From an optimization exercise on the open Yosys and OpenROAD flow, aimed at small area, a short achievable clock period and few clock cycles per item; shortcuts taken in it are not production practice. The RTL was checked by simulation tests, not by an equivalence proof against the original design. Power and IR drop assume default switching activity.

==> flow/design.v, too long to show whole: its modules and the start of the top module <==
// module ro_window: 385 lines
// module ro_mac_tree: 1548 lines
// module ro_booth16: 58 lines
// module ro_sq_tree: 707 lines
// module ro_fa: 4 lines
// module ro_ha: 4 lines
// module ro_hai: 4 lines
module ro_window (
    input  wire        clk,
    input  wire        rst,
    input  wire        rs_we,
    input  wire [3:0]  rs_idx,
    input  wire [23:0] rs_ci,
    input  wire [23:0] rs_cq,
    input  wire [23:0] rs_rad,
    input  wire        ns_we,
    input  wire [3:0]  ns_val,
    input  wire        win_valid,
    output wire        win_ready,
    input  wire [9:0]  win_int_len,
    input  wire [8:0]  win_len,
    input  wire [1:0]  win_spf,
    input  wire [5:0]  win_rshift,
    input  wire        win_strict,
    input  wire        win_verd,
    input  wire        frm_valid,
    output wire        frm_ready,
    input  wire [17:0] frm_di,
    input  wire [17:0] frm_dq,
    input  wire        frm_inv,
    output wire [7:0]  w_addr,
    input  wire [31:0] w_data,
    output reg         res_valid,
    output wire [23:0] res_ri,
    output wire [23:0] res_rq,
    output wire [10:0] res_inv_n,
    output reg  [3:0]  res_verdict
);
  // ...
==> flow/flow/run.sh <==
#!/bin/bash
# Layout flow: the standard ORFS layout (standard.sh) at the design's clock period and
# SDC, with the standard synthesis unchanged. The only difference from the standard flow is a
# larger SETUP_SLACK_MARGIN, so that ORFS's repair_timing keeps sizing and buffering the
# critical paths past the point where they just meet the 17.5 ns clock.
set -euo pipefail
cd "$(dirname "$0")/.."
bash standard.sh synth > synth.log 2>&1
bash standard.sh SETUP_SLACK_MARGIN=12.5 finish > layout.log 2>&1
test -s out/final.def
==> flow/standard.sh <==
#!/bin/bash
# synth_recipe.tcl (not shown) runs the flow's synth.tcl, then flattens the netlist and writes it again
# the make line also repeats each setting of config.mk as NAME=value (left out here)
make -C /OpenROAD-flow-scripts/flow DESIGN_CONFIG=/design/flow/config.mk WORK_HOME=/design/flow/orfs CLKGATE_MAP_FILE= SYNTH_SCRIPT=/design/flow/synth_recipe.tcl "${@:-finish}"
==> flow/config.mk <==
export PLATFORM = sky130hd
export DESIGN_NAME = ro_window
export DESIGN_NICKNAME = ro_window
export VERILOG_FILES = /design/flow/design.v
export SDC_FILE = /design/flow/constraint.sdc
export NUM_CORES = 4
export LEC_CHECK = 0
export CAP_MARGIN = 20
export CORE_MARGIN = 2
export CORE_UTILIZATION = 40
export SLEW_MARGIN = 20
==> flow/constraint.sdc <==
create_clock -name core_clock -period 17.5 [get_ports {clk}]
set_input_delay 3.5000 -clock core_clock [delete_from_list [all_inputs] [get_ports {clk}]]
set_output_delay 3.5000 -clock core_clock [all_outputs]
set_load 0.01 [all_outputs]
==> results.json, run 1 <==
{
  "status": "finished clean",
  "synth_top_area_cell": "dfxtp_1",
  "slew_headroom_pct": 19.6,
  "max_slew.worst_pin.slew_ns": 1.20,
  "path_class": "register to primary output",
  "pg_seq_mw": 6.56,
  "cp.depth": 1,
  "swShare_pct": 39.3,
  "ys_ff_latch": 1894,
  "ant_nets": 0,
  "yosys-top-cells-area": "dfxtp_1, fa_1, mux2i_1",
  "ioPinCount": 258,
  "postCtsSetupRepairBufs": 70,
  "cp_top_family": "flip-flops",
  "grt_pass1_wl_um": 509000,
  "multi_input_area_share_pct": 50.0,
  "drc": 0,
  "inverters": 1288,
  "rows": 192,
  "synth_edf_count": 323,
  "grt_pass1_vias": 79900,
  "final_core_util_pct": 45.2,
  "met2_length_um": 154000,
  "met1Wirelength_um": 143000,
  "yosys.cell_count.top_type": "dfxtp_1",
  "power_frac_clock_pct": 21.6,
  "dpl.hpwl_um": 247000,
  "ys.warnings.count": 4,
  "final-clk-cell-share_pct": 5.61,
  "antenna_found_initial": 7,
  "slowest_delay_ns": 0.55,
  "grt_max_degree": 127,
  "synth_nets": 12100,
  "final_cells": 14300,
  "met1_usage_pct": 31.1,
  "comb.multi_input.count": 6606,
  "intPower_mw": 12.5,
  "worstSkewPairLatency_ns": 0.91,
  "slew_violations": 0,
  "cts_buffers": 206,
  "layout_common_cells": "dfxtp_1, inv_1, fa_1"
}
Testbench counts, summed over its fixed seeds: cycles 156,935, windows 2,875.
==> module ro_window, before the edit <==
module ro_window (
    input  wire        clk,
    input  wire        rst,
    input  wire        rs_we,
    input  wire [3:0]  rs_idx,
    input  wire [23:0] rs_ci,
    input  wire [23:0] rs_cq,
    input  wire [23:0] rs_rad,
    input  wire        ns_we,
    input  wire [3:0]  ns_val,
    input  wire        win_valid,
    output wire        win_ready,
    input  wire [9:0]  win_int_len,
    input  wire [8:0]  win_len,
    input  wire [1:0]  win_spf,
    input  wire [5:0]  win_rshift,
    input  wire        win_strict,
    input  wire        win_verd,
    input  wire        frm_valid,
    output wire        frm_ready,
    input  wire [17:0] frm_di,
    input  wire [17:0] frm_dq,
    input  wire        frm_inv,
    output wire [7:0]  w_addr,
    input  wire [31:0] w_data,
    output reg         res_valid,
    output wire [23:0] res_ri,
    output wire [23:0] res_rq,
    output wire [10:0] res_inv_n,
    output reg  [3:0]  res_verdict
);
    reg [23:0] rci  [0:11];
    reg [23:0] rcq  [0:11];
    reg [23:0] rrad [0:11];
    reg [3:0]  ph;
    reg [3:0]  nstates;
    wire [3:0] ph_n = (ph >= 4'd11) ? 4'd0 : ph + 4'd1;
    function [3:0] ring_tag(input [3:0] p, input [3:0] phn);
        reg [3:0] v;
        begin
            v = (p >= phn) ? p - phn : p + 4'd12 - phn;
            if (v[0])
                ring_tag = 4'd6 + ((4'd11 - v) >> 1);
            else if (v == 4'd0)
                ring_tag = 4'd0;
            else
                ring_tag = (4'd12 - v) >> 1;
        end
    endfunction
    reg [11:0] wsel;
    reg [23:0] wci, wcq, wrad;
    wire [3:0] ph_nn = (ph_n >= 4'd11) ? 4'd0 : ph_n + 4'd1;
    wire [11:0] wsel_n;
    assign wsel_n[0] = rs_we & (rs_idx == ring_tag(4'd0, ph_nn));
    assign wsel_n[1] = rs_we & (rs_idx == ring_tag(4'd1, ph_nn));
    assign wsel_n[2] = rs_we & (rs_idx == ring_tag(4'd2, ph_nn));
    assign wsel_n[3] = rs_we & (rs_idx == ring_tag(4'd3, ph_nn));
    assign wsel_n[4] = rs_we & (rs_idx == ring_tag(4'd4, ph_nn));
    assign wsel_n[5] = rs_we & (rs_idx == ring_tag(4'd5, ph_nn));
    assign wsel_n[6] = rs_we & (rs_idx == ring_tag(4'd6, ph_nn));
    assign wsel_n[7] = rs_we & (rs_idx == ring_tag(4'd7, ph_nn));
    assign wsel_n[8] = rs_we & (rs_idx == ring_tag(4'd8, ph_nn));
    assign wsel_n[9] = rs_we & (rs_idx == ring_tag(4'd9, ph_nn));
    assign wsel_n[10] = rs_we & (rs_idx == ring_tag(4'd10, ph_nn));
    assign wsel_n[11] = rs_we & (rs_idx == ring_tag(4'd11, ph_nn));
    always @(posedge clk) begin
        wsel  <= wsel_n;
        wci   <= rs_ci;
        wcq   <= rs_cq;
        wrad  <= rs_rad;
        ph <= ph_n;
        rci[0] <= wsel[0] ? wci : ~rci[11];
        rcq[0] <= wsel[0] ? wcq : ~rcq[11];
        rrad[0] <= wsel[0] ? wrad : ~rrad[11];
        rci[1] <= wsel[1] ? ~wci : ~rci[0];
        rcq[1] <= wsel[1] ? ~wcq : ~rcq[0];
        rrad[1] <= wsel[1] ? ~wrad : ~rrad[0];
        rci[2] <= wsel[2] ? wci : ~rci[1];
        rcq[2] <= wsel[2] ? wcq : ~rcq[1];
        rrad[2] <= wsel[2] ? wrad : ~rrad[1];
        rci[3] <= wsel[3] ? ~wci : ~rci[2];
        rcq[3] <= wsel[3] ? ~wcq : ~rcq[2];
        rrad[3] <= wsel[3] ? ~wrad : ~rrad[2];
        rci[4] <= wsel[4] ? wci : ~rci[3];
        rcq[4] <= wsel[4] ? wcq : ~rcq[3];
        rrad[4] <= wsel[4] ? wrad : ~rrad[3];
        rci[5] <= wsel[5] ? ~wci : ~rci[4];
        rcq[5] <= wsel[5] ? ~wcq : ~rcq[4];
        rrad[5] <= wsel[5] ? ~wrad : ~rrad[4];
        rci[6] <= wsel[6] ? wci : ~rci[5];
        rcq[6] <= wsel[6] ? wcq : ~rcq[5];
        rrad[6] <= wsel[6] ? wrad : ~rrad[5];
        rci[7] <= wsel[7] ? ~wci : ~rci[6];
        rcq[7] <= wsel[7] ? ~wcq : ~rcq[6];
        rrad[7] <= wsel[7] ? ~wrad : ~rrad[6];
        rci[8] <= wsel[8] ? wci : ~rci[7];
        rcq[8] <= wsel[8] ? wcq : ~rcq[7];
        rrad[8] <= wsel[8] ? wrad : ~rrad[7];
        rci[9] <= wsel[9] ? ~wci : ~rci[8];
        rcq[9] <= wsel[9] ? ~wcq : ~rcq[8];
        rrad[9] <= wsel[9] ? ~wrad : ~rrad[8];
        rci[10] <= wsel[10] ? wci : ~rci[9];
        rcq[10] <= wsel[10] ? wcq : ~rcq[9];
        rrad[10] <= wsel[10] ? wrad : ~rrad[9];
        rci[11] <= wsel[11] ? ~wci : ~rci[10];
        rcq[11] <= wsel[11] ? ~wcq : ~rcq[10];
        rrad[11] <= wsel[11] ? ~wrad : ~rrad[10];
        if (ns_we)
            nstates <= ns_val;
    end
    wire [3:0] ns_eff = (nstates > 4'd12) ? 4'd12 : nstates;
    reg        vA, vB, act, ins, wr, fr;
    reg [9:0]  ilA, ilB;
    reg [8:0]  lenA, lenB;
    reg [1:0]  spfA, spfB;
    reg [5:0]  rshA, rshB;
    reg        strA, strB, verA, verB;
    reg [9:0]  t1;
    reg [10:0] inv1;
    reg [9:0]  wa;
    wire       v_act  = act ? vB : vA;
    wire       v_oth  = act ? vA : vB;
    wire [9:0] il1    = act ? ilB : ilA;
    wire [9:0] il_oth = act ? ilA : ilB;
    wire [8:0] len_r  = act ? lenB : lenA;
    wire [1:0] spf_r  = act ? spfB : spfA;
    wire [5:0] rsh_r  = act ? rshB : rshA;
    wire       str1   = act ? strB : strA;
    wire       ver1   = act ? verB : verA;
    wire [8:0] len1   = (len_r > 9'd256) ? 9'd256 : len_r;
    wire [1:0] spf1   = (spf_r == 2'd3) ? 2'd2 : spf_r;
    wire [5:0] rsh1   = (rsh_r > 6'd45) ? 6'd45 : rsh_r;   
    assign win_ready = wr;
    assign frm_ready = fr;
    assign w_addr    = wa[7:0];
    wire take_w = win_valid & wr;
    wire take_f = frm_valid & fr;
    wire last1  = (t1 == il1);
    wire [9:0] q  = t1 >> spf1;
    wire       qu = (q < {1'b0, len1});
    wire [9:0] t1p = t1 + 10'd1;
    wire [10:0] inv1p = inv1 + 11'd1;
    wire [9:0] qn  = last1 ? 10'd0 : (t1p >> spf1);
    wire       fin = take_f & last1;
    wire       vA_n = ((take_w & !ins) | (fin & !act)) ? (take_w & !ins) : vA;
    wire       vB_n = ((take_w & ins) | (fin & act)) ? (take_w & ins) : vB;
    reg        pb, pl;
    reg [5:0]  rem;
    reg [5:0]  prsh;
    reg        pstr, pver;
    reg [10:0] pinv;
    reg [45:0] bI, bQ;
    reg        db;
    wire       hand = pl & (rem == 6'd0) & !db;
    wire       pbh  = pb & !hand;
    wire fr_A = v_oth & (il_oth != 10'd0);
    wire fr_B = !((t1p == il1) & pbh);
    wire fr_C = v_act & !(last1 & pbh);
    wire fr_n = take_f ? (last1 ? fr_A : fr_B) : fr_C;
    always @(posedge clk) begin
        if (wr & !ins) begin
            ilA <= win_int_len; lenA <= win_len; spfA <= win_spf;
            rshA <= win_rshift; strA <= win_strict; verA <= win_verd;
        end
        if (wr & ins) begin
            ilB <= win_int_len; lenB <= win_len; spfB <= win_spf;
            rshB <= win_rshift; strB <= win_strict; verB <= win_verd;
        end
        if (rst) begin
            vA   <= 1'b0;
            vB   <= 1'b0;
            act  <= 1'b0;
            ins  <= 1'b0;
            wr   <= 1'b1;
            fr   <= 1'b0;
            t1   <= 10'd0;
            inv1 <= 11'd0;
            wa   <= 10'd0;
        end else begin
            vA <= vA_n;
            vB <= vB_n;
            if (take_w)
                ins <= !ins;
            if (fin)
                act <= !act;
            wr <= !(vA_n & vB_n);
            fr <= fr_n;
            if (take_f) begin
                t1   <= last1 ? 10'd0 : t1p;
                inv1 <= last1 ? 11'd0 : (frm_inv ? inv1p : inv1);
                wa   <= qn;
            end
        end
    end
    reg [17:0] f1di, f1dq, f2di, f2dq;
    reg        f1v, f1first, f1last, f2first, f2last, snap;
    reg [5:0]  f1rsh, f2rsh;
    reg [7:0]  wi_one, wi_two, wi_neg, wq_one, wq_two, wq_neg;     
    reg [7:0]  ui_one, ui_two, ui_neg, uq_one, uq_two, uq_neg;     
    reg [45:0] sI, cI, sQ, cQ;
    wire [7:0] ei_one, ei_two, ei_neg, eq_one, eq_two, eq_neg;
    ro_booth16 u_ei (.y(w_data[15:0]),  .v(f1v), .one(ei_one), .two(ei_two), .neg(ei_neg));
    ro_booth16 u_eq (.y(w_data[31:16]), .v(f1v), .one(eq_one), .two(eq_two), .neg(eq_neg));
    wire [45:0] rvec = (f2first && f2rsh != 6'd0) ? (46'd1 << (f2rsh - 6'd1)) : 46'd0;
    wire [45:0] sIg = f2first ? ~rvec : sI;
    wire [45:0] cIg = f2first ? {46{1'b1}} : cI;
    wire [45:0] sQg = f2first ? ~rvec : sQ;
    wire [45:0] cQg = f2first ? {46{1'b1}} : cQ;
    wire [45:0] nsI, ncI, nsQ, ncQ;
    ro_mac_tree u_mac (
        .di(f2di), .dq(f2dq),
        .wi_one(wi_one), .wi_two(wi_two), .wi_neg(wi_neg),
        .wq_one(wq_one), .wq_two(wq_two), .wq_neg(wq_neg),
        .ui_one(ui_one), .ui_two(ui_two), .ui_neg(ui_neg),
        .uq_one(uq_one), .uq_two(uq_two), .uq_neg(uq_neg),
        .sa(sIg), .ca(cIg), .sb(sQg), .cb(cQg),
        .oi_s(nsI), .oi_c(ncI), .oq_s(nsQ), .oq_c(ncQ)
    );
    always @(posedge clk) begin
        f1di   <= frm_di;
        f1dq   <= frm_dq;
        f1rsh  <= rsh1;
        f2di   <= f1di;
        f2dq   <= f1dq;
        f2rsh  <= f1rsh;
        wi_one <= ei_one; wi_two <= ei_two; wi_neg <= ei_neg;
        wq_one <= eq_one; wq_two <= eq_two; wq_neg <= eq_neg;
        ui_one <= ~ei_one; ui_two <= ~ei_two; ui_neg <= ~ei_neg;
        uq_one <= ~eq_one; uq_two <= ~eq_two; uq_neg <= ~eq_neg;
        sI <= nsI;
        cI <= ncI;
        sQ <= nsQ;
        cQ <= ncQ;
        if (rst) begin
            f1v <= 1'b0; f1first <= 1'b0; f1last <= 1'b0;
            f2first <= 1'b0; f2last <= 1'b0; snap <= 1'b0;
        end else begin
            f1v     <= take_f & ~frm_inv & qu;
            f1first <= take_f & (t1 == 10'd0);
            f1last  <= fin;
            f2first <= f1first;
            f2last  <= f1last;
            snap    <= f2last;
        end
    end
    function [23:0] sat24(input [45:0] v);
        if ((&v[45:23]) | ~(|v[45:23]))
            sat24 = v[23:0];
        else
            sat24 = v[45] ? 24'h800000 : 24'h7FFFFF;
    endfunction
    reg [23:0] rI, rQ;
    reg        dstr, dver;
    reg [10:0] dinv;
    always @(posedge clk) begin
        if (!pbh) begin
            prsh <= rsh1;
            pstr <= str1;
            pver <= ver1;
            pinv <= frm_inv ? inv1p : inv1;
        end
        if (snap) begin
            bI  <= ~(sI + cI + 46'd1);    
            bQ  <= ~(sQ + cQ + 46'd1);
            rem <= prsh;
        end else if (rem >= 6'd8) begin
            bI  <= {{8{bI[45]}}, bI[45:8]};
            bQ  <= {{8{bQ[45]}}, bQ[45:8]};
            rem <= rem - 6'd8;
        end else if (rem != 6'd0) begin
            bI  <= {bI[45], bI[45:1]};
            bQ  <= {bQ[45], bQ[45:1]};
            rem <= rem - 6'd1;
        end
        if (hand) begin
            rI   <= sat24(bI);
            rQ   <= sat24(bQ);
            dstr <= pstr;
            dver <= pver;
            dinv <= pinv;
        end
        if (rst) begin
            pb <= 1'b0;
            pl <= 1'b0;
        end else begin
            if (fin)
                pb <= 1'b1;
            else if (hand)
                pb <= 1'b0;
            if (snap)
                pl <= 1'b1;
            else if (hand)
                pl <= 1'b0;
        end
    end
    assign res_ri    = rI;
    assign res_rq    = rQ;
    assign res_inv_n = dinv;
    reg        dsw, nsw, fc, rz;
    reg [4:0]  sc;
    reg [3:0]  k1, k2, k3, k4, bk;
    reg        i1, i2, i3, i4, e1, e2, e3, e4, r0, r1, r2, r3;
    reg [24:0] X;
    reg [49:0] qS, qC, D, bd;
    reg [23:0] brad;
    wire [3:0]  headk = ring_tag(4'd0, ph);
    wire        winA  = (sc < 5'd12);
    wire        winB  = (sc >= 5'd13);
    wire        iss   = dsw & (winA ? (headk < 4'd6) : (winB & (headk >= 4'd6))) & (headk < ns_eff);
    wire        swend = dsw & (nsw ? (sc == 5'd24) : (sc == 5'd11));
    wire [23:0] opA   = i1 ? rQ : rI;
    wire [23:0] opB   = i1 ? ~rcq[1] : rci[0];
    wire [24:0] diff  = {opA[23], opA} - {opB[23], opB};
    wire [49:0] nqS, nqC;
    wire        lt    = {D, (i4 ? k4 : 4'hF)} < {bd, bk};
    ro_sq_tree u_sq (
        .x(X), .sa(i2 ? qS : {50{1'b1}}), .ca(i2 ? qC : {50{1'b1}}),
        .o_s(nqS), .o_c(nqC)
    );
    always @(posedge clk) begin
        X  <= r0 ? {1'b0, brad} : diff;
        qS <= nqS;
        qC <= nqC;
        D  <= ~(qS + qC + 50'd1);    
        k1 <= headk;
        k2 <= k1;
        k3 <= k2;
        k4 <= k3;
        if (i4 && (fc || lt)) begin
            bd   <= D;
            bk   <= k4;
            brad <= rrad[4];
        end
        if (hand) begin
            sc  <= 5'd0;
            nsw <= (ns_eff > 4'd6);
        end else begin
            sc  <= sc + 5'd1;
        end
        if (rst) begin
            db <= 1'b0; dsw <= 1'b0; fc <= 1'b0; rz <= 1'b0;
            i1 <= 1'b0; i2 <= 1'b0; i3 <= 1'b0; i4 <= 1'b0;
            e1 <= 1'b0; e2 <= 1'b0; e3 <= 1'b0; e4 <= 1'b0;
            r0 <= 1'b0; r1 <= 1'b0; r2 <= 1'b0; r3 <= 1'b0;
            res_valid <= 1'b0;
        end else begin
            i1 <= iss;
            i2 <= i1;
            i3 <= i2;
            i4 <= i3;
            e1 <= swend;
            e2 <= e1;
            e3 <= e2;
            e4 <= e3;
            r0 <= e4;
            r1 <= r0;
            r2 <= r1;
            r3 <= r2;
            rz <= hand & (ns_eff == 4'd0);
            if (hand) begin
                db  <= 1'b1;
                fc  <= 1'b1;
                dsw <= (ns_eff != 4'd0);
            end else begin
                if (swend)
                    dsw <= 1'b0;
                if (i4)
                    fc <= 1'b0;
                if (r3 | rz)
                    db <= 1'b0;
            end
            res_valid <= r3 | rz;
        end
        if (r3 | rz) begin
            if (!dver)
                res_verdict <= 4'hF;
            else if (dstr && dinv != 11'd0)
                res_verdict <= 4'hF;
            else if (rz || lt)
                res_verdict <= 4'hC;
            else
                res_verdict <= bk;
        end
    end
endmodule
==> inputs of run 2 (changes only) <==
--- a/flow/design.v
+++ b/flow/design.v
@@ -51,16 +51,29 @@
     reg [23:0] wci, wcq, wrad;
-    wire [3:0] ph_nn = (ph_n >= 4'd11) ? 4'd0 : ph_n + 4'd1;
+    wire [11:0] ohn;
+    wire [15:0] dec = 16'd1 << rs_idx;
     wire [11:0] wsel_n;
-    assign wsel_n[0] = rs_we & (rs_idx == ring_tag(4'd0, ph_nn));
-    assign wsel_n[1] = rs_we & (rs_idx == ring_tag(4'd1, ph_nn));
-    assign wsel_n[2] = rs_we & (rs_idx == ring_tag(4'd2, ph_nn));
-    assign wsel_n[3] = rs_we & (rs_idx == ring_tag(4'd3, ph_nn));
-    assign wsel_n[4] = rs_we & (rs_idx == ring_tag(4'd4, ph_nn));
-    assign wsel_n[5] = rs_we & (rs_idx == ring_tag(4'd5, ph_nn));
-    assign wsel_n[6] = rs_we & (rs_idx == ring_tag(4'd6, ph_nn));
-    assign wsel_n[7] = rs_we & (rs_idx == ring_tag(4'd7, ph_nn));
-    assign wsel_n[8] = rs_we & (rs_idx == ring_tag(4'd8, ph_nn));
-    assign wsel_n[9] = rs_we & (rs_idx == ring_tag(4'd9, ph_nn));
-    assign wsel_n[10] = rs_we & (rs_idx == ring_tag(4'd10, ph_nn));
-    assign wsel_n[11] = rs_we & (rs_idx == ring_tag(4'd11, ph_nn));
+    assign ohn[0] = (ph == 4'd10);
+    assign ohn[1] = (ph >= 4'd11);
+    assign ohn[2] = (ph == 4'd0);
+    assign ohn[3] = (ph == 4'd1);
+    assign ohn[4] = (ph == 4'd2);
+    assign ohn[5] = (ph == 4'd3);
+    assign ohn[6] = (ph == 4'd4);
+    assign ohn[7] = (ph == 4'd5);
+    assign ohn[8] = (ph == 4'd6);
+    assign ohn[9] = (ph == 4'd7);
+    assign ohn[10] = (ph == 4'd8);
+    assign ohn[11] = (ph == 4'd9);
+    assign wsel_n[0] = rs_we & ((dec[0] & ohn[0]) | (dec[1] & ohn[2]) | (dec[2] & ohn[4]) | (dec[3] & ohn[6]) | (dec[4] & ohn[8]) | (dec[5] & ohn[10]) | (dec[6] & ohn[1]) | (dec[7] & ohn[3]) | (dec[8] & ohn[5]) | (dec[9] & ohn[7]) | (dec[10] & ohn[9]) | (dec[11] & ohn[11]));
+    assign wsel_n[1] = rs_we & ((dec[0] & ohn[1]) | (dec[1] & ohn[3]) | (dec[2] & ohn[5]) | (dec[3] & ohn[7]) | (dec[4] & ohn[9]) | (dec[5] & ohn[11]) | (dec[6] & ohn[2]) | (dec[7] & ohn[4]) | (dec[8] & ohn[6]) | (dec[9] & ohn[8]) | (dec[10] & ohn[10]) | (dec[11] & ohn[0]));
+    assign wsel_n[2] = rs_we & ((dec[0] & ohn[2]) | (dec[1] & ohn[4]) | (dec[2] & ohn[6]) | (dec[3] & ohn[8]) | (dec[4] & ohn[10]) | (dec[5] & ohn[0]) | (dec[6] & ohn[3]) | (dec[7] & ohn[5]) | (dec[8] & ohn[7]) | (dec[9] & ohn[9]) | (dec[10] & ohn[11]) | (dec[11] & ohn[1]));
+    assign wsel_n[3] = rs_we & ((dec[0] & ohn[3]) | (dec[1] & ohn[5]) | (dec[2] & ohn[7]) | (dec[3] & ohn[9]) | (dec[4] & ohn[11]) | (dec[5] & ohn[1]) | (dec[6] & ohn[4]) | (dec[7] & ohn[6]) | (dec[8] & ohn[8]) | (dec[9] & ohn[10]) | (dec[10] & ohn[0]) | (dec[11] & ohn[2]));
+    assign wsel_n[4] = rs_we & ((dec[0] & ohn[4]) | (dec[1] & ohn[6]) | (dec[2] & ohn[8]) | (dec[3] & ohn[10]) | (dec[4] & ohn[0]) | (dec[5] & ohn[2]) | (dec[6] & ohn[5]) | (dec[7] & ohn[7]) | (dec[8] & ohn[9]) | (dec[9] & ohn[11]) | (dec[10] & ohn[1]) | (dec[11] & ohn[3]));
+    assign wsel_n[5] = rs_we & ((dec[0] & ohn[5]) | (dec[1] & ohn[7]) | (dec[2] & ohn[9]) | (dec[3] & ohn[11]) | (dec[4] & ohn[1]) | (dec[5] & ohn[3]) | (dec[6] & ohn[6]) | (dec[7] & ohn[8]) | (dec[8] & ohn[10]) | (dec[9] & ohn[0]) | (dec[10] & ohn[2]) | (dec[11] & ohn[4]));
+    assign wsel_n[6] = rs_we & ((dec[0] & ohn[6]) | (dec[1] & ohn[8]) | (dec[2] & ohn[10]) | (dec[3] & ohn[0]) | (dec[4] & ohn[2]) | (dec[5] & ohn[4]) | (dec[6] & ohn[7]) | (dec[7] & ohn[9]) | (dec[8] & ohn[11]) | (dec[9] & ohn[1]) | (dec[10] & ohn[3]) | (dec[11] & ohn[5]));
+    assign wsel_n[7] = rs_we & ((dec[0] & ohn[7]) | (dec[1] & ohn[9]) | (dec[2] & ohn[11]) | (dec[3] & ohn[1]) | (dec[4] & ohn[3]) | (dec[5] & ohn[5]) | (dec[6] & ohn[8]) | (dec[7] & ohn[10]) | (dec[8] & ohn[0]) | (dec[9] & ohn[2]) | (dec[10] & ohn[4]) | (dec[11] & ohn[6]));
+    assign wsel_n[8] = rs_we & ((dec[0] & ohn[8]) | (dec[1] & ohn[10]) | (dec[2] & ohn[0]) | (dec[3] & ohn[2]) | (dec[4] & ohn[4]) | (dec[5] & ohn[6]) | (dec[6] & ohn[9]) | (dec[7] & ohn[11]) | (dec[8] & ohn[1]) | (dec[9] & ohn[3]) | (dec[10] & ohn[5]) | (dec[11] & ohn[7]));
+    assign wsel_n[9] = rs_we & ((dec[0] & ohn[9]) | (dec[1] & ohn[11]) | (dec[2] & ohn[1]) | (dec[3] & ohn[3]) | (dec[4] & ohn[5]) | (dec[5] & ohn[7]) | (dec[6] & ohn[10]) | (dec[7] & ohn[0]) | (dec[8] & ohn[2]) | (dec[9] & ohn[4]) | (dec[10] & ohn[6]) | (dec[11] & ohn[8]));
+    assign wsel_n[10] = rs_we & ((dec[0] & ohn[10]) | (dec[1] & ohn[0]) | (dec[2] & ohn[2]) | (dec[3] & ohn[4]) | (dec[4] & ohn[6]) | (dec[5] & ohn[8]) | (dec[6] & ohn[11]) | (dec[7] & ohn[1]) | (dec[8] & ohn[3]) | (dec[9] & ohn[5]) | (dec[10] & ohn[7]) | (dec[11] & ohn[9]));
+    assign wsel_n[11] = rs_we & ((dec[0] & ohn[11]) | (dec[1] & ohn[1]) | (dec[2] & ohn[3]) | (dec[3] & ohn[5]) | (dec[4] & ohn[7]) | (dec[5] & ohn[9]) | (dec[6] & ohn[0]) | (dec[7] & ohn[2]) | (dec[8] & ohn[4]) | (dec[9] & ohn[6]) | (dec[10] & ohn[8]) | (dec[11] & ohn[10]));
     always @(posedge clk) begin
@@ -153,3 +166,4 @@
     reg        db;
-    wire       hand = pl & (rem == 6'd0) & !db;
+    reg        r3, rz;
+    wire       hand = pl & (rem == 6'd0) & (!db | r3 | rz);
     wire       pbh  = pb & !hand;
@@ -251,2 +265,6 @@
     endfunction
+    wire [45:0] csI, csQ;
+    wire        coI, coQ;
+    ro_add46 u_cpI (.a(sI), .b(cI), .cin(1'b1), .s(csI), .co(coI));
+    ro_add46 u_cpQ (.a(sQ), .b(cQ), .cin(1'b1), .s(csQ), .co(coQ));
     reg [23:0] rI, rQ;
@@ -262,4 +280,4 @@
         if (snap) begin
-            bI  <= ~(sI + cI + 46'd1);    
-            bQ  <= ~(sQ + cQ + 46'd1);
+            bI  <= ~csI;    
+            bQ  <= ~csQ;
             rem <= prsh;
@@ -295,9 +313,16 @@
     end
-    assign res_ri    = rI;
-    assign res_rq    = rQ;
-    assign res_inv_n = dinv;
-    reg        dsw, nsw, fc, rz;
+    reg [23:0] ori, orq;
+    reg [10:0] oinv;
+    always @(posedge clk) begin
+        ori  <= rI;
+        orq  <= rQ;
+        oinv <= dinv;
+    end
+    assign res_ri    = ori;
+    assign res_rq    = orq;
+    assign res_inv_n = oinv;
+    reg        dsw, nsw, fc;
     reg [4:0]  sc;
     reg [3:0]  k1, k2, k3, k4, bk;
-    reg        i1, i2, i3, i4, e1, e2, e3, e4, r0, r1, r2, r3;
+    reg        i1, i2, i3, i4, e1, e2, e3, e4, r0, r1, r2;
     reg [24:0] X;
@@ -305,3 +330,3 @@
     reg [23:0] brad;
-    wire [3:0]  headk = ring_tag(4'd0, ph);
+    wire [3:0]  headk = ph[0] ? (4'd6 + {1'b0, ph[3:1]}) : {1'b0, ph[3:1]};    
     wire        winA  = (sc < 5'd12);
@@ -314,3 +339,9 @@
     wire [49:0] nqS, nqC;
-    wire        lt    = {D, (i4 ? k4 : 4'hF)} < {bd, bk};
+    wire [53:0] cmp_s;
+    wire        cmp_co;
+    ro_cmp54 u_cmp (.a({D, (i4 ? k4 : 4'hF)}), .b(~{bd, bk}), .cin(1'b1), .s(cmp_s), .co(cmp_co));
+    wire        lt    = ~cmp_co;
+    wire [49:0] cpD;
+    wire        coD;
+    ro_add50 u_cpD (.a(qS), .b(qC), .cin(1'b1), .s(cpD), .co(coD));
     ro_sq_tree u_sq (
@@ -323,3 +354,3 @@
         qC <= nqC;
-        D  <= ~(qS + qC + 50'd1);    
+        D  <= ~cpD;    
         k1 <= headk;
@@ -373,12 +404,10 @@
         end
-        if (r3 | rz) begin
-            if (!dver)
-                res_verdict <= 4'hF;
-            else if (dstr && dinv != 11'd0)
-                res_verdict <= 4'hF;
-            else if (rz || lt)
-                res_verdict <= 4'hC;
-            else
-                res_verdict <= bk;
-        end
+        if (!dver)
+            res_verdict <= 4'hF;
+        else if (dstr && dinv != 11'd0)
+            res_verdict <= 4'hF;
+        else if (rz || lt)
+            res_verdict <= 4'hC;
+        else
+            res_verdict <= bk;
     end
@@ -2710 +2739,658 @@
 endmodule
+module ro_add46(input wire [45:0] a, input wire [45:0] b, input wire cin, output wire [45:0] s, output wire co);
+wire [45:0] p = a ^ b;
+wire [45:0] g0 = a & b;
+wire gc0 = g0[0] | (p[0] & cin);
+wire bg1 = g0[1] | (p[1] & gc0);
+wire bp1 = p[1] & p[0];
+wire bg2 = g0[3] | (p[3] & g0[2]);
+wire bp2 = p[3] & p[2];
+wire bg3 = g0[5] | (p[5] & g0[4]);
+wire bp3 = p[5] & p[4];
+wire bg4 = g0[7] | (p[7] & g0[6]);
+wire bp4 = p[7] & p[6];
+wire bg5 = g0[9] | (p[9] & g0[8]);
+wire bp5 = p[9] & p[8];
+wire bg6 = g0[11] | (p[11] & g0[10]);
+wire bp6 = p[11] & p[10];
+wire bg7 = g0[13] | (p[13] & g0[12]);
+wire bp7 = p[13] & p[12];
+wire bg8 = g0[15] | (p[15] & g0[14]);
+wire bp8 = p[15] & p[14];
+wire bg9 = g0[17] | (p[17] & g0[16]);
+wire bp9 = p[17] & p[16];
+wire bg10 = g0[19] | (p[19] & g0[18]);
+wire bp10 = p[19] & p[18];
+wire bg11 = g0[21] | (p[21] & g0[20]);
+wire bp11 = p[21] & p[20];
+wire bg12 = g0[23] | (p[23] & g0[22]);
+wire bp12 = p[23] & p[22];
+wire bg13 = g0[25] | (p[25] & g0[24]);
+wire bp13 = p[25] & p[24];
+wire bg14 = g0[27] | (p[27] & g0[26]);
+wire bp14 = p[27] & p[26];
+wire bg15 = g0[29] | (p[29] & g0[28]);
+wire bp15 = p[29] & p[28];
+wire bg16 = g0[31] | (p[31] & g0[30]);
+wire bp16 = p[31] & p[30];
+wire bg17 = g0[33] | (p[33] & g0[32]);
+wire bp17 = p[33] & p[32];
+wire bg18 = g0[35] | (p[35] & g0[34]);
+wire bp18 = p[35] & p[34];
+wire bg19 = g0[37] | (p[37] & g0[36]);
+wire bp19 = p[37] & p[36];
+wire bg20 = g0[39] | (p[39] & g0[38]);
+wire bp20 = p[39] & p[38];
+wire bg21 = g0[41] | (p[41] & g0[40]);
+wire bp21 = p[41] & p[40];
+wire bg22 = g0[43] | (p[43] & g0[42]);
+wire bp22 = p[43] & p[42];
+wire bg23 = g0[45] | (p[45] & g0[44]);
+wire bp23 = p[45] & p[44];
+wire bg24 = bg2 | (bp2 & bg1);
+wire bp24 = bp2 & bp1;
+wire bg25 = bg4 | (bp4 & bg3);
+wire bp25 = bp4 & bp3;
+wire bg26 = bg6 | (bp6 & bg5);
+wire bp26 = bp6 & bp5;
+wire bg27 = bg8 | (bp8 & bg7);
+wire bp27 = bp8 & bp7;
+wire bg28 = bg10 | (bp10 & bg9);
+wire bp28 = bp10 & bp9;
+wire bg29 = bg12 | (bp12 & bg11);
+wire bp29 = bp12 & bp11;
+wire bg30 = bg14 | (bp14 & bg13);
+wire bp30 = bp14 & bp13;
+wire bg31 = bg16 | (bp16 & bg15);
+wire bp31 = bp16 & bp15;
+wire bg32 = bg18 | (bp18 & bg17);
+wire bp32 = bp18 & bp17;
+wire bg33 = bg20 | (bp20 & bg19);
+wire bp33 = bp20 & bp19;
+wire bg34 = bg22 | (bp22 & bg21);
+wire bp34 = bp22 & bp21;
+wire bg35 = bg25 | (bp25 & bg24);
+wire bp35 = bp25 & bp24;
+wire bg36 = bg27 | (bp27 & bg26);
+wire bp36 = bp27 & bp26;
+wire bg37 = bg29 | (bp29 & bg28);
+wire bp37 = bp29 & bp28;
+wire bg38 = bg31 | (bp31 & bg30);
+wire bp38 = bp31 & bp30;
+wire bg39 = bg33 | (bp33 & bg32);
+wire bp39 = bp33 & bp32;
+wire bg40 = bg36 | (bp36 & bg35);
+wire bp40 = bp36 & bp35;
+wire bg41 = bg38 | (bp38 & bg37);
+wire bp41 = bp38 & bp37;
+wire bg42 = bg41 | (bp41 & bg40);
+wire bp42 = bp41 & bp40;
+wire bg43 = bg37 | (bp37 & bg40);
+wire bp43 = bp37 & bp40;
+wire bg44 = bg39 | (bp39 & bg42);
+wire bp44 = bp39 & bp42;
+wire bg45 = bg26 | (bp26 & bg35);
+wire bp45 = bp26 & bp35;
+wire bg46 = bg28 | (bp28 & bg40);
+wire bp46 = bp28 & bp40;
+wire bg47 = bg30 | (bp30 & bg43);
+wire bp47 = bp30 & bp43;
+wire bg48 = bg32 | (bp32 & bg42);
+wire bp48 = bp32 & bp42;
+wire bg49 = bg34 | (bp34 & bg44);
+wire bp49 = bp34 & bp44;
+wire bg50 = bg3 | (bp3 & bg24);
+wire bp50 = bp3 & bp24;
+wire bg51 = bg5 | (bp5 & bg35);
+wire bp51 = bp5 & bp35;
+wire bg52 = bg7 | (bp7 & bg45);
+wire bp52 = bp7 & bp45;
+wire bg53 = bg9 | (bp9 & bg40);
+wire bp53 = bp9 & bp40;
+wire bg54 = bg11 | (bp11 & bg46);
+wire bp54 = bp11 & bp46;
+wire bg55 = bg13 | (bp13 & bg43);
+wire bp55 = bp13 & bp43;
+wire bg56 = bg15 | (bp15 & bg47);
+wire bp56 = bp15 & bp47;
+wire bg57 = bg17 | (bp17 & bg42);
+wire bp57 = bp17 & bp42;
+wire bg58 = bg19 | (bp19 & bg48);
+wire bp58 = bp19 & bp48;
+wire bg59 = bg21 | (bp21 & bg44);
+wire bp59 = bp21 & bp44;
+wire bg60 = bg23 | (bp23 & bg49);
+wire bp60 = bp23 & bp49;
+wire bg61 = g0[2] | (p[2] & bg1);
+wire bp61 = p[2] & bp1;
+wire bg62 = g0[4] | (p[4] & bg24);
+wire bp62 = p[4] & bp24;
+wire bg63 = g0[6] | (p[6] & bg50);
+wire bp63 = p[6] & bp50;
+wire bg64 = g0[8] | (p[8] & bg35);
+wire bp64 = p[8] & bp35;
+wire bg65 = g0[10] | (p[10] & bg51);
+wire bp65 = p[10] & bp51;
+wire bg66 = g0[12] | (p[12] & bg45);
+wire bp66 = p[12] & bp45;
+wire bg67 = g0[14] | (p[14] & bg52);
+wire bp67 = p[14] & bp52;
+wire bg68 = g0[16] | (p[16] & bg40);
+wire bp68 = p[16] & bp40;
+wire bg69 = g0[18] | (p[18] & bg53);
+wire bp69 = p[18] & bp53;
+wire bg70 = g0[20] | (p[20] & bg46);
+wire bp70 = p[20] & bp46;
+wire bg71 = g0[22] | (p[22] & bg54);
+wire bp71 = p[22] & bp54;
+wire bg72 = g0[24] | (p[24] & bg43);
+wire bp72 = p[24] & bp43;
+wire bg73 = g0[26] | (p[26] & bg55);
+wire bp73 = p[26] & bp55;
+wire bg74 = g0[28] | (p[28] & bg47);
+wire bp74 = p[28] & bp47;
+wire bg75 = g0[30] | (p[30] & bg56);
+wire bp75 = p[30] & bp56;
+wire bg76 = g0[32] | (p[32] & bg42);
+wire bp76 = p[32] & bp42;
+wire bg77 = g0[34] | (p[34] & bg57);
+wire bp77 = p[34] & bp57;
+wire bg78 = g0[36] | (p[36] & bg48);
+wire bp78 = p[36] & bp48;
+wire bg79 = g0[38] | (p[38] & bg58);
+wire bp79 = p[38] & bp58;
+wire bg80 = g0[40] | (p[40] & bg44);
+wire bp80 = p[40] & bp44;
+wire bg81 = g0[42] | (p[42] & bg59);
+wire bp81 = p[42] & bp59;
+wire bg82 = g0[44] | (p[44] & bg49);
+wire bp82 = p[44] & bp49;
+assign s[0] = p[0] ^ cin;
+assign s[1] = p[1] ^ gc0;
+assign s[2] = p[2] ^ bg1;
+assign s[3] = p[3] ^ bg61;
+assign s[4] = p[4] ^ bg24;
+assign s[5] = p[5] ^ bg62;
+assign s[6] = p[6] ^ bg50;
+assign s[7] = p[7] ^ bg63;
+assign s[8] = p[8] ^ bg35;
+assign s[9] = p[9] ^ bg64;
+assign s[10] = p[10] ^ bg51;
+assign s[11] = p[11] ^ bg65;
+assign s[12] = p[12] ^ bg45;
+assign s[13] = p[13] ^ bg66;
+assign s[14] = p[14] ^ bg52;
+assign s[15] = p[15] ^ bg67;
+assign s[16] = p[16] ^ bg40;
+assign s[17] = p[17] ^ bg68;
+assign s[18] = p[18] ^ bg53;
+assign s[19] = p[19] ^ bg69;
+assign s[20] = p[20] ^ bg46;
+assign s[21] = p[21] ^ bg70;
+assign s[22] = p[22] ^ bg54;
+assign s[23] = p[23] ^ bg71;
+assign s[24] = p[24] ^ bg43;
+assign s[25] = p[25] ^ bg72;
+assign s[26] = p[26] ^ bg55;
+assign s[27] = p[27] ^ bg73;
+assign s[28] = p[28] ^ bg47;
+assign s[29] = p[29] ^ bg74;
+assign s[30] = p[30] ^ bg56;
+assign s[31] = p[31] ^ bg75;
+assign s[32] = p[32] ^ bg42;
+assign s[33] = p[33] ^ bg76;
+assign s[34] = p[34] ^ bg57;
+assign s[35] = p[35] ^ bg77;
+assign s[36] = p[36] ^ bg48;
+assign s[37] = p[37] ^ bg78;
+assign s[38] = p[38] ^ bg58;
+assign s[39] = p[39] ^ bg79;
+assign s[40] = p[40] ^ bg44;
+assign s[41] = p[41] ^ bg80;
+assign s[42] = p[42] ^ bg59;
+assign s[43] = p[43] ^ bg81;
+assign s[44] = p[44] ^ bg49;
+assign s[45] = p[45] ^ bg82;
+assign co = bg60;
+endmodule
+module ro_add50(input wire [49:0] a, input wire [49:0] b, input wire cin, output wire [49:0] s, output wire co);
+wire [49:0] p = a ^ b;
+wire [49:0] g0 = a & b;
+wire gc0 = g0[0] | (p[0] & cin);
+wire bg1 = g0[1] | (p[1] & gc0);
+wire bp1 = p[1] & p[0];
+wire bg2 = g0[3] | (p[3] & g0[2]);
+wire bp2 = p[3] & p[2];
+wire bg3 = g0[5] | (p[5] & g0[4]);
+wire bp3 = p[5] & p[4];
+wire bg4 = g0[7] | (p[7] & g0[6]);
+wire bp4 = p[7] & p[6];
+wire bg5 = g0[9] | (p[9] & g0[8]);
+wire bp5 = p[9] & p[8];
+wire bg6 = g0[11] | (p[11] & g0[10]);
+wire bp6 = p[11] & p[10];
+wire bg7 = g0[13] | (p[13] & g0[12]);
+wire bp7 = p[13] & p[12];
+wire bg8 = g0[15] | (p[15] & g0[14]);
+wire bp8 = p[15] & p[14];
+wire bg9 = g0[17] | (p[17] & g0[16]);
+wire bp9 = p[17] & p[16];
+wire bg10 = g0[19] | (p[19] & g0[18]);
+wire bp10 = p[19] & p[18];
+wire bg11 = g0[21] | (p[21] & g0[20]);
+wire bp11 = p[21] & p[20];
+wire bg12 = g0[23] | (p[23] & g0[22]);
+wire bp12 = p[23] & p[22];
+wire bg13 = g0[25] | (p[25] & g0[24]);
+wire bp13 = p[25] & p[24];
+wire bg14 = g0[27] | (p[27] & g0[26]);
+wire bp14 = p[27] & p[26];
+wire bg15 = g0[29] | (p[29] & g0[28]);
+wire bp15 = p[29] & p[28];
+wire bg16 = g0[31] | (p[31] & g0[30]);
+wire bp16 = p[31] & p[30];
+wire bg17 = g0[33] | (p[33] & g0[32]);
+wire bp17 = p[33] & p[32];
+wire bg18 = g0[35] | (p[35] & g0[34]);
+wire bp18 = p[35] & p[34];
+wire bg19 = g0[37] | (p[37] & g0[36]);
+wire bp19 = p[37] & p[36];
+wire bg20 = g0[39] | (p[39] & g0[38]);
+wire bp20 = p[39] & p[38];
+wire bg21 = g0[41] | (p[41] & g0[40]);
+wire bp21 = p[41] & p[40];
+wire bg22 = g0[43] | (p[43] & g0[42]);
+wire bp22 = p[43] & p[42];
+wire bg23 = g0[45] | (p[45] & g0[44]);
+wire bp23 = p[45] & p[44];
+wire bg24 = g0[47] | (p[47] & g0[46]);
+wire bp24 = p[47] & p[46];
+wire bg25 = g0[49] | (p[49] & g0[48]);
+wire bp25 = p[49] & p[48];
+wire bg26 = bg2 | (bp2 & bg1);
+wire bp26 = bp2 & bp1;
+wire bg27 = bg4 | (bp4 & bg3);
+wire bp27 = bp4 & bp3;
+wire bg28 = bg6 | (bp6 & bg5);
+wire bp28 = bp6 & bp5;
+wire bg29 = bg8 | (bp8 & bg7);
+wire bp29 = bp8 & bp7;
+wire bg30 = bg10 | (bp10 & bg9);
+wire bp30 = bp10 & bp9;
+wire bg31 = bg12 | (bp12 & bg11);
+wire bp31 = bp12 & bp11;
+wire bg32 = bg14 | (bp14 & bg13);
+wire bp32 = bp14 & bp13;
+wire bg33 = bg16 | (bp16 & bg15);
+wire bp33 = bp16 & bp15;
+wire bg34 = bg18 | (bp18 & bg17);
+wire bp34 = bp18 & bp17;
+wire bg35 = bg20 | (bp20 & bg19);
+wire bp35 = bp20 & bp19;
+wire bg36 = bg22 | (bp22 & bg21);
+wire bp36 = bp22 & bp21;
+wire bg37 = bg24 | (bp24 & bg23);
+wire bp37 = bp24 & bp23;
+wire bg38 = bg27 | (bp27 & bg26);
+wire bp38 = bp27 & bp26;
+wire bg39 = bg29 | (bp29 & bg28);
+wire bp39 = bp29 & bp28;
+wire bg40 = bg31 | (bp31 & bg30);
+wire bp40 = bp31 & bp30;
+wire bg41 = bg33 | (bp33 & bg32);
+wire bp41 = bp33 & bp32;
+wire bg42 = bg35 | (bp35 & bg34);
+wire bp42 = bp35 & bp34;
+wire bg43 = bg37 | (bp37 & bg36);
+wire bp43 = bp37 & bp36;
+wire bg44 = bg39 | (bp39 & bg38);
+wire bp44 = bp39 & bp38;
+wire bg45 = bg41 | (bp41 & bg40);
+wire bp45 = bp41 & bp40;
+wire bg46 = bg43 | (bp43 & bg42);
+wire bp46 = bp43 & bp42;
+wire bg47 = bg45 | (bp45 & bg44);
+wire bp47 = bp45 & bp44;
+wire bg48 = bg46 | (bp46 & bg47);
+wire bp48 = bp46 & bp47;
+wire bg49 = bg40 | (bp40 & bg44);
+wire bp49 = bp40 & bp44;
+wire bg50 = bg42 | (bp42 & bg47);
+wire bp50 = bp42 & bp47;
+wire bg51 = bg28 | (bp28 & bg38);
+wire bp51 = bp28 & bp38;
+wire bg52 = bg30 | (bp30 & bg44);
+wire bp52 = bp30 & bp44;
+wire bg53 = bg32 | (bp32 & bg49);
+wire bp53 = bp32 & bp49;
+wire bg54 = bg34 | (bp34 & bg47);
+wire bp54 = bp34 & bp47;
+wire bg55 = bg36 | (bp36 & bg50);
+wire bp55 = bp36 & bp50;
+wire bg56 = bg3 | (bp3 & bg26);
+wire bp56 = bp3 & bp26;
+wire bg57 = bg5 | (bp5 & bg38);
+wire bp57 = bp5 & bp38;
+wire bg58 = bg7 | (bp7 & bg51);
+wire bp58 = bp7 & bp51;
+wire bg59 = bg9 | (bp9 & bg44);
+wire bp59 = bp9 & bp44;
+wire bg60 = bg11 | (bp11 & bg52);
+wire bp60 = bp11 & bp52;
+wire bg61 = bg13 | (bp13 & bg49);
+wire bp61 = bp13 & bp49;
+wire bg62 = bg15 | (bp15 & bg53);
+wire bp62 = bp15 & bp53;
+wire bg63 = bg17 | (bp17 & bg47);
+wire bp63 = bp17 & bp47;
+wire bg64 = bg19 | (bp19 & bg54);
+wire bp64 = bp19 & bp54;
+wire bg65 = bg21 | (bp21 & bg50);
+wire bp65 = bp21 & bp50;
+wire bg66 = bg23 | (bp23 & bg55);
+wire bp66 = bp23 & bp55;
+wire bg67 = bg25 | (bp25 & bg48);
+wire bp67 = bp25 & bp48;
+wire bg68 = g0[2] | (p[2] & bg1);
+wire bp68 = p[2] & bp1;
+wire bg69 = g0[4] | (p[4] & bg26);
+wire bp69 = p[4] & bp26;
+wire bg70 = g0[6] | (p[6] & bg56);
+wire bp70 = p[6] & bp56;
+wire bg71 = g0[8] | (p[8] & bg38);
+wire bp71 = p[8] & bp38;
+wire bg72 = g0[10] | (p[10] & bg57);
+wire bp72 = p[10] & bp57;
+wire bg73 = g0[12] | (p[12] & bg51);
+wire bp73 = p[12] & bp51;
+wire bg74 = g0[14] | (p[14] & bg58);
+wire bp74 = p[14] & bp58;
+wire bg75 = g0[16] | (p[16] & bg44);
+wire bp75 = p[16] & bp44;
+wire bg76 = g0[18] | (p[18] & bg59);
+wire bp76 = p[18] & bp59;
+wire bg77 = g0[20] | (p[20] & bg52);
+wire bp77 = p[20] & bp52;
+wire bg78 = g0[22] | (p[22] & bg60);
+wire bp78 = p[22] & bp60;
+wire bg79 = g0[24] | (p[24] & bg49);
+wire bp79 = p[24] & bp49;
+wire bg80 = g0[26] | (p[26] & bg61);
+wire bp80 = p[26] & bp61;
+wire bg81 = g0[28] | (p[28] & bg53);
+wire bp81 = p[28] & bp53;
+wire bg82 = g0[30] | (p[30] & bg62);
+wire bp82 = p[30] & bp62;
+wire bg83 = g0[32] | (p[32] & bg47);
+wire bp83 = p[32] & bp47;
+wire bg84 = g0[34] | (p[34] & bg63);
+wire bp84 = p[34] & bp63;
+wire bg85 = g0[36] | (p[36] & bg54);
+wire bp85 = p[36] & bp54;
+wire bg86 = g0[38] | (p[38] & bg64);
+wire bp86 = p[38] & bp64;
+wire bg87 = g0[40] | (p[40] & bg50);
+wire bp87 = p[40] & bp50;
+wire bg88 = g0[42] | (p[42] & bg65);
+wire bp88 = p[42] & bp65;
+wire bg89 = g0[44] | (p[44] & bg55);
+wire bp89 = p[44] & bp55;
+wire bg90 = g0[46] | (p[46] & bg66);
+wire bp90 = p[46] & bp66;
+wire bg91 = g0[48] | (p[48] & bg48);
+wire bp91 = p[48] & bp48;
+assign s[0] = p[0] ^ cin;
+assign s[1] = p[1] ^ gc0;
+assign s[2] = p[2] ^ bg1;
+assign s[3] = p[3] ^ bg68;
+assign s[4] = p[4] ^ bg26;
+assign s[5] = p[5] ^ bg69;
+assign s[6] = p[6] ^ bg56;
+assign s[7] = p[7] ^ bg70;
+assign s[8] = p[8] ^ bg38;
+assign s[9] = p[9] ^ bg71;
+assign s[10] = p[10] ^ bg57;
+assign s[11] = p[11] ^ bg72;
+assign s[12] = p[12] ^ bg51;
+assign s[13] = p[13] ^ bg73;
+assign s[14] = p[14] ^ bg58;
+assign s[15] = p[15] ^ bg74;
+assign s[16] = p[16] ^ bg44;
+assign s[17] = p[17] ^ bg75;
+assign s[18] = p[18] ^ bg59;
+assign s[19] = p[19] ^ bg76;
+assign s[20] = p[20] ^ bg52;
+assign s[21] = p[21] ^ bg77;
+assign s[22] = p[22] ^ bg60;
+assign s[23] = p[23] ^ bg78;
+assign s[24] = p[24] ^ bg49;
+assign s[25] = p[25] ^ bg79;
+assign s[26] = p[26] ^ bg61;
+assign s[27] = p[27] ^ bg80;
+assign s[28] = p[28] ^ bg53;
+assign s[29] = p[29] ^ bg81;
+assign s[30] = p[30] ^ bg62;
+assign s[31] = p[31] ^ bg82;
+assign s[32] = p[32] ^ bg47;
+assign s[33] = p[33] ^ bg83;
+assign s[34] = p[34] ^ bg63;
+assign s[35] = p[35] ^ bg84;
+assign s[36] = p[36] ^ bg54;
+assign s[37] = p[37] ^ bg85;
+assign s[38] = p[38] ^ bg64;
+assign s[39] = p[39] ^ bg86;
+assign s[40] = p[40] ^ bg50;
+assign s[41] = p[41] ^ bg87;
+assign s[42] = p[42] ^ bg65;
+assign s[43] = p[43] ^ bg88;
+assign s[44] = p[44] ^ bg55;
+assign s[45] = p[45] ^ bg89;
+assign s[46] = p[46] ^ bg66;
+assign s[47] = p[47] ^ bg90;
+assign s[48] = p[48] ^ bg48;
+assign s[49] = p[49] ^ bg91;
+assign co = bg67;
+endmodule
+module ro_cmp54(input wire [53:0] a, input wire [53:0] b, input wire cin, output wire [53:0] s, output wire co);
+wire [53:0] p = a ^ b;
+wire [53:0] g0 = a & b;
+wire gc0 = g0[0] | (p[0] & cin);
+wire bg1 = g0[1] | (p[1] & gc0);
+wire bp1 = p[1] & p[0];
+wire bg2 = g0[3] | (p[3] & g0[2]);
+wire bp2 = p[3] & p[2];
+wire bg3 = g0[5] | (p[5] & g0[4]);
+wire bp3 = p[5] & p[4];
+wire bg4 = g0[7] | (p[7] & g0[6]);
+wire bp4 = p[7] & p[6];
+wire bg5 = g0[9] | (p[9] & g0[8]);
+wire bp5 = p[9] & p[8];
+wire bg6 = g0[11] | (p[11] & g0[10]);
+wire bp6 = p[11] & p[10];
+wire bg7 = g0[13] | (p[13] & g0[12]);
+wire bp7 = p[13] & p[12];
+wire bg8 = g0[15] | (p[15] & g0[14]);
+wire bp8 = p[15] & p[14];
+wire bg9 = g0[17] | (p[17] & g0[16]);
+wire bp9 = p[17] & p[16];
+wire bg10 = g0[19] | (p[19] & g0[18]);
+wire bp10 = p[19] & p[18];
+wire bg11 = g0[21] | (p[21] & g0[20]);
+wire bp11 = p[21] & p[20];
+wire bg12 = g0[23] | (p[23] & g0[22]);
+wire bp12 = p[23] & p[22];
+wire bg13 = g0[25] | (p[25] & g0[24]);
+wire bp13 = p[25] & p[24];
+wire bg14 = g0[27] | (p[27] & g0[26]);
+wire bp14 = p[27] & p[26];
+wire bg15 = g0[29] | (p[29] & g0[28]);
+wire bp15 = p[29] & p[28];
+wire bg16 = g0[31] | (p[31] & g0[30]);
+wire bp16 = p[31] & p[30];
+wire bg17 = g0[33] | (p[33] & g0[32]);
+wire bp17 = p[33] & p[32];
+wire bg18 = g0[35] | (p[35] & g0[34]);
+wire bp18 = p[35] & p[34];
+wire bg19 = g0[37] | (p[37] & g0[36]);
+wire bp19 = p[37] & p[36];
+wire bg20 = g0[39] | (p[39] & g0[38]);
+wire bp20 = p[39] & p[38];
+wire bg21 = g0[41] | (p[41] & g0[40]);
+wire bp21 = p[41] & p[40];
+wire bg22 = g0[43] | (p[43] & g0[42]);
+wire bp22 = p[43] & p[42];
+wire bg23 = g0[45] | (p[45] & g0[44]);
+wire bp23 = p[45] & p[44];
+wire bg24 = g0[47] | (p[47] & g0[46]);
+wire bp24 = p[47] & p[46];
+wire bg25 = g0[49] | (p[49] & g0[48]);
+wire bp25 = p[49] & p[48];
+wire bg26 = g0[51] | (p[51] & g0[50]);
+wire bp26 = p[51] & p[50];
+wire bg27 = g0[53] | (p[53] & g0[52]);
+wire bp27 = p[53] & p[52];
+wire bg28 = bg2 | (bp2 & bg1);
+wire bp28 = bp2 & bp1;
+wire bg29 = bg4 | (bp4 & bg3);
+wire bp29 = bp4 & bp3;
+wire bg30 = bg6 | (bp6 & bg5);
+wire bp30 = bp6 & bp5;
+wire bg31 = bg8 | (bp8 & bg7);
+wire bp31 = bp8 & bp7;
+wire bg32 = bg10 | (bp10 & bg9);
+wire bp32 = bp10 & bp9;
+wire bg33 = bg12 | (bp12 & bg11);
+wire bp33 = bp12 & bp11;
+wire bg34 = bg14 | (bp14 & bg13);
+wire bp34 = bp14 & bp13;
+wire bg35 = bg16 | (bp16 & bg15);
+wire bp35 = bp16 & bp15;
+wire bg36 = bg18 | (bp18 & bg17);
+wire bp36 = bp18 & bp17;
+wire bg37 = bg20 | (bp20 & bg19);
+wire bp37 = bp20 & bp19;
+wire bg38 = bg22 | (bp22 & bg21);
+wire bp38 = bp22 & bp21;
+wire bg39 = bg24 | (bp24 & bg23);
+wire bp39 = bp24 & bp23;
+wire bg40 = bg26 | (bp26 & bg25);
+wire bp40 = bp26 & bp25;
+wire bg41 = bg29 | (bp29 & bg28);
+wire bp41 = bp29 & bp28;
+wire bg42 = bg31 | (bp31 & bg30);
+wire bp42 = bp31 & bp30;
+wire bg43 = bg33 | (bp33 & bg32);
+wire bp43 = bp33 & bp32;
+wire bg44 = bg35 | (bp35 & bg34);
+wire bp44 = bp35 & bp34;
+wire bg45 = bg37 | (bp37 & bg36);
+wire bp45 = bp37 & bp36;
+wire bg46 = bg39 | (bp39 & bg38);
+wire bp46 = bp39 & bp38;
+wire bg47 = bg42 | (bp42 & bg41);
+wire bp47 = bp42 & bp41;
+wire bg48 = bg44 | (bp44 & bg43);
+wire bp48 = bp44 & bp43;
+wire bg49 = bg46 | (bp46 & bg45);
+wire bp49 = bp46 & bp45;
+wire bg50 = bg48 | (bp48 & bg47);
+wire bp50 = bp48 & bp47;
+wire bg51 = bg49 | (bp49 & bg50);
+wire bp51 = bp49 & bp50;
+wire bg52 = bg43 | (bp43 & bg47);
+wire bp52 = bp43 & bp47;
+wire bg53 = bg45 | (bp45 & bg50);
+wire bp53 = bp45 & bp50;
+wire bg54 = bg30 | (bp30 & bg41);
+wire bp54 = bp30 & bp41;
+wire bg55 = bg32 | (bp32 & bg47);
+wire bp55 = bp32 & bp47;
+wire bg56 = bg34 | (bp34 & bg52);
+wire bp56 = bp34 & bp52;
+wire bg57 = bg36 | (bp36 & bg50);
+wire bp57 = bp36 & bp50;
+wire bg58 = bg38 | (bp38 & bg53);
+wire bp58 = bp38 & bp53;
+wire bg59 = bg40 | (bp40 & bg51);
+wire bp59 = bp40 & bp51;
+wire bg60 = bg3 | (bp3 & bg28);
+wire bp60 = bp3 & bp28;
+wire bg61 = bg5 | (bp5 & bg41);
+wire bp61 = bp5 & bp41;
+wire bg62 = bg7 | (bp7 & bg54);
+wire bp62 = bp7 & bp54;
+wire bg63 = bg9 | (bp9 & bg47);
+wire bp63 = bp9 & bp47;
+wire bg64 = bg11 | (bp11 & bg55);
+wire bp64 = bp11 & bp55;
+wire bg65 = bg13 | (bp13 & bg52);
+wire bp65 = bp13 & bp52;
+wire bg66 = bg15 | (bp15 & bg56);
+wire bp66 = bp15 & bp56;
+wire bg67 = bg17 | (bp17 & bg50);
+wire bp67 = bp17 & bp50;
+wire bg68 = bg19 | (bp19 & bg57);
+wire bp68 = bp19 & bp57;
+wire bg69 = bg21 | (bp21 & bg53);
+wire bp69 = bp21 & bp53;
+wire bg70 = bg23 | (bp23 & bg58);
+wire bp70 = bp23 & bp58;
+wire bg71 = bg25 | (bp25 & bg51);
+wire bp71 = bp25 & bp51;
+wire bg72 = bg27 | (bp27 & bg59);
+wire bp72 = bp27 & bp59;
+wire bg73 = g0[2] | (p[2] & bg1);
+wire bp73 = p[2] & bp1;
+wire bg74 = g0[4] | (p[4] & bg28);
+wire bp74 = p[4] & bp28;
+wire bg75 = g0[6] | (p[6] & bg60);
+wire bp75 = p[6] & bp60;
+wire bg76 = g0[8] | (p[8] & bg41);
+wire bp76 = p[8] & bp41;
+wire bg77 = g0[10] | (p[10] & bg61);
+wire bp77 = p[10] & bp61;
+wire bg78 = g0[12] | (p[12] & bg54);
+wire bp78 = p[12] & bp54;
+wire bg79 = g0[14] | (p[14] & bg62);
+wire bp79 = p[14] & bp62;
+wire bg80 = g0[16] | (p[16] & bg47);
+wire bp80 = p[16] & bp47;
+wire bg81 = g0[18] | (p[18] & bg63);
+wire bp81 = p[18] & bp63;
+wire bg82 = g0[20] | (p[20] & bg55);
+wire bp82 = p[20] & bp55;
+wire bg83 = g0[22] | (p[22] & bg64);
+wire bp83 = p[22] & bp64;
+wire bg84 = g0[24] | (p[24] & bg52);
+wire bp84 = p[24] & bp52;
+wire bg85 = g0[26] | (p[26] & bg65);
+wire bp85 = p[26] & bp65;
+wire bg86 = g0[28] | (p[28] & bg56);
+wire bp86 = p[28] & bp56;
+wire bg87 = g0[30] | (p[30] & bg66);
+wire bp87 = p[30] & bp66;
+wire bg88 = g0[32] | (p[32] & bg50);
+wire bp88 = p[32] & bp50;
+wire bg89 = g0[34] | (p[34] & bg67);
+wire bp89 = p[34] & bp67;
+wire bg90 = g0[36] | (p[36] & bg57);
+wire bp90 = p[36] & bp57;
+wire bg91 = g0[38] | (p[38] & bg68);
+wire bp91 = p[38] & bp68;
+wire bg92 = g0[40] | (p[40] & bg53);
+wire bp92 = p[40] & bp53;
+wire bg93 = g0[42] | (p[42] & bg69);
+wire bp93 = p[42] & bp69;
+wire bg94 = g0[44] | (p[44] & bg58);
+wire bp94 = p[44] & bp58;
+wire bg95 = g0[46] | (p[46] & bg70);
+wire bp95 = p[46] & bp70;
+wire bg96 = g0[48] | (p[48] & bg51);
+wire bp96 = p[48] & bp51;
+wire bg97 = g0[50] | (p[50] & bg71);
+wire bp97 = p[50] & bp71;
+wire bg98 = g0[52] | (p[52] & bg59);
+wire bp98 = p[52] & bp59;
+assign s = 54'd0;
+assign co = bg72;
+endmodule
==> flow/flow/run.sh (replaced) <==
#!/bin/bash
# Layout flow: the standard ORFS layout (standard.sh) at the design's clock period and
# SDC, with the standard synthesis unchanged. Differences from the standard flow:
#  - a larger SETUP_SLACK_MARGIN, so that ORFS's repair_timing keeps sizing and buffering
#    the critical paths past the point where they just meet the 17.5 ns clock;
#  - the port buffers that ORFS inserts on every input and output are buf_4 cells.
set -euo pipefail
cd "$(dirname "$0")/.."
bash standard.sh synth > synth.log 2>&1
bash standard.sh SETUP_SLACK_MARGIN=13.0 "BUFFER_PORTS_ARGS=-buffer_cell sky130_fd_sc_hd__buf_4" finish > layout.log 2>&1
test -s out/final.def
--- a/flow/config.mk
+++ b/flow/config.mk
@@ -9,3 +9,3 @@
 export CORE_MARGIN = 2
-export CORE_UTILIZATION = 40
+export CORE_UTILIZATION = 65
 export SLEW_MARGIN = 20
==> results.json, run 2 <==
{
  "status": "finished clean",
  "initial_core_util_pct": 65.5,
  "final_common_cell": "dfxtp_1",
  "async_reset_ff_share_pct": 0,
  "yosys-top-cells-area": "dfxtp_1, fa_1, edfxtp_1",
  "gp_congestion": 1.01,
  "total_power_mw": 19.2,
  "min_period_ns": 4.89,
  "timing.final.ws_setup_ns": 12.61,
  "max_slew.worst_pin.slew_ns": 1.20,
  "placed_area_mm2": 0.113,
  "clk_pin_slew_ns": 0.06,
  "drc": 0,
  "wl_per_cell_um": 25.9,
  "setup-tns-final_ns": 0,
  "multiInputGateArea_mm2": 0.0596,
  "min_path_cells": 0,
  "syn_area_per_cell_um2": 10.7,
  "clk_path_buf_depth": 3,
  "met1_usage_pct": 46.3,
  "reg_top3": "rci: 288 flops, rcq: 288 flops, rrad: 288 flops",
  "hp-start": "k3[0]$_DFF_P_",
  "ys_seq_area_share_pct": 38.6,
  "ant_nets": 0,
  "synth_top_family_by_area": "adder cells",
  "cts.sinks": 1953,
  "grt_max_degree": 109,
  "grt_overflow": 0,
  "first_iter_violations": 8474,
  "slew_headroom_pct": 19.8,
  "dominantRegCellSynth": "dfxtp_1",
  "antenna_found_initial": 4,
  "netlist_area_mm2": 0.110,
  "r2r_start": "f2dq[11]$_DFF_P_",
  "worstSkewPairLatency_ns": 0.87,
  "synth_cell_types": 81,
  "final_area_mm2": 0.122,
  "worst-path-max-fanout": 1,
  "synth_xor_xnor_area_share_pct": 3.68,
  "dpl.hpwl_um": 227000,
  "min_to": "k4[0]$_DFF_P_",
  "crit_path_top_delay_cell": "dfxtp_4",
  "htree_levels": 4,
  "maxCapViolations": 0,
  "critPathBufInv": 1,
  "synth.top_cell.area_share_pct": 29.8,
  "grt_pass1_vias": 77800,
  "ff_latch_area_mm2": 0.0426,
  "coreArea_mm2": 0.167,
  "crit_required_ns": 14.00,
  "dp_slack_ns": 12.18,
  "setup_viol": 0,
  "nets": 11800,
  "timing.hold.ws_ns": 0.311,
  "clock_skew_ns": 0.0889,
  "synthAdderAreaFrac_pct": 23.1,
  "slew_violations": 0,
  "rsz0062_at_grt": "true",
  "ir_drop_uv": 171,
  "yosys.cell_count.top_type": "dfxtp_1",
  "synthesis.instances": 10300,
  "synth-simple-area-share_pct": 6.88,
  "reg2reg_to": "cI[16]$_DFF_P_",
  "grtUsageMet2_pct": 59.0,
  "grt_pass1_wl_um": 482000,
  "r2r_setup_slack_ns": 13.02,
  "layout_common_cells": "dfxtp_1, inv_1, fa_1",
  "yosys-top-cells-count": "dfxtp_1, inv_1, fa_1",
  "cts_tree": "done",
  "rows": 150,
  "vias": 77200,
  "fp.dieW_um": 415,
  "synth_compound_area_share_pct": 11.8,
  "die_h_um": 415,
  "clock-root-buffer": "clkbuf_16",
  "top_usage_layer": "met2",
  "powerDensity_mw_per_mm2": 157,
  "cp_top_family": "flip-flops",
  "startpoint_type": "register",
  "nFillCells": 11800,
  "ys_ff_latch": 1953,
  "rr_worst_depth": 15,
  "hp-class": "register to register",
  "synth_nets": 11800,
  "grt_util_all_layers_pct": 37.1,
  "synth_top_area_cell": "dfxtp_1",
  "slowest_delay_ns": 0.41,
  "synth_edf_count": 319,
  "p_leak_nw": 53.0,
  "first_pass_iters": 7,
  "grt_use_met3_pct": 7.57,
  "drive_gt1_share_pct": 12.3,
  "ys.warnings.count": 4,
  "cts_buffers": 192,
  "area_growth_pct": 11.3,
  "cp.arrival_ns": 1.39,
  "crit_chain": "buf_6",
  "path_class": "register to primary output",
  "cts-hold-fix-buffers": 0,
  "io_buffers": 257,
  "ioPinCount": 258,
  "wirelength_um": 326000
}
==> run 2: cell types whose count changed in the layout (fill, tap and decap cells not counted), moves of 57 or more <==
cell,change
xor2_1,-66
a21oi_1,-102
nor2_1,-95
o22ai_1,+87
buf_4,+170
inv_1,+57
clkdlybuf4s50_1,-182
fa_1,+62
mux2i_1,-76
==> run 2: area by class of cell <==
class | count | share of cell area (%)
clock inverter | 100 | 1.16
multi-input combinational | 6177 | 48.9
sequential | 1953 | 34.9
tap | 2204 | 2.26
timing repair inverter | 8 | 0.0451
inverter | 1341 | 4.28
clock buffer | 263 | 4.44
antenna | 2 | 0.00410
timing repair buffer | 510 | 3.98
==> run 2: cell families (layout without fill, tap and decap cells) <==
family                     Yosys count  in the layout
other                                0              2
muxes                              939            939
DFF                               1953           1953
and+or+nand+nor                   1535           1535
buffers and inverters             2122           2222
adders and majority gates         1394           1394
xor gates and xnor gates           460            460
AOI/OAI and AO/OA                 1849           1849
==> run 2: metrics by stage <==
stage	instances	util, %
3_5_place_dp	12100	67.2
2_1_floorplan	10300	-
3_3_place_gp	12100	67.2
5_1_grt	12600	72.9
6_report	12600	72.9
4_1_cts	12500	72.2
==> run 2: timing repair <==
action,CTS,global route
setup buffers,43,64
gates resized for setup,337,169
gates cloned,11,9
pin swaps,0,5
setup endpoints to repair,182,157
==> run 2: power by group <==
part	total (mW)	internal [mW]	switching [mW]
sequential	6.68	5.85	0.825
clock	4.39	2.51	1.88
combinational	8.14	3.55	4.59
total	19.2	11.9	7.29
==> run 2: worst max-delay path by stage <==
stage	start	end	slack, ns	depth (start not counted)
after floorplan	frm_inv	inv1[9]$_SDFFE_PP0P_	12.67	9
after global placement	wq_two[2]$_DFF_P_	cI[16]$_DFF_P_	12.15	13
after detailed placement	f2dq[9]$_DFF_P_	cQ[16]$_DFF_P_	12.18	14
after CTS	ori[12]$_DFF_P_	res_ri[12]	12.58	1
after global routing	ori[9]$_DFF_P_	res_ri[9]	12.58	1
final	ori[9]$_DFF_P_	res_ri[9]	12.61	1
==> run 2: per-layer routing <==
layer / up-vias / share of wire (%)
met5: - / 0.0071
met4: 4 / 7.6
met3: 968 / 8.3
met2: 3797 / 46
met1: 38300 / 38
li1: 34200 / -
Testbench counts of run 2, summed over its fixed seeds: cycles 156,570, windows 2,875.
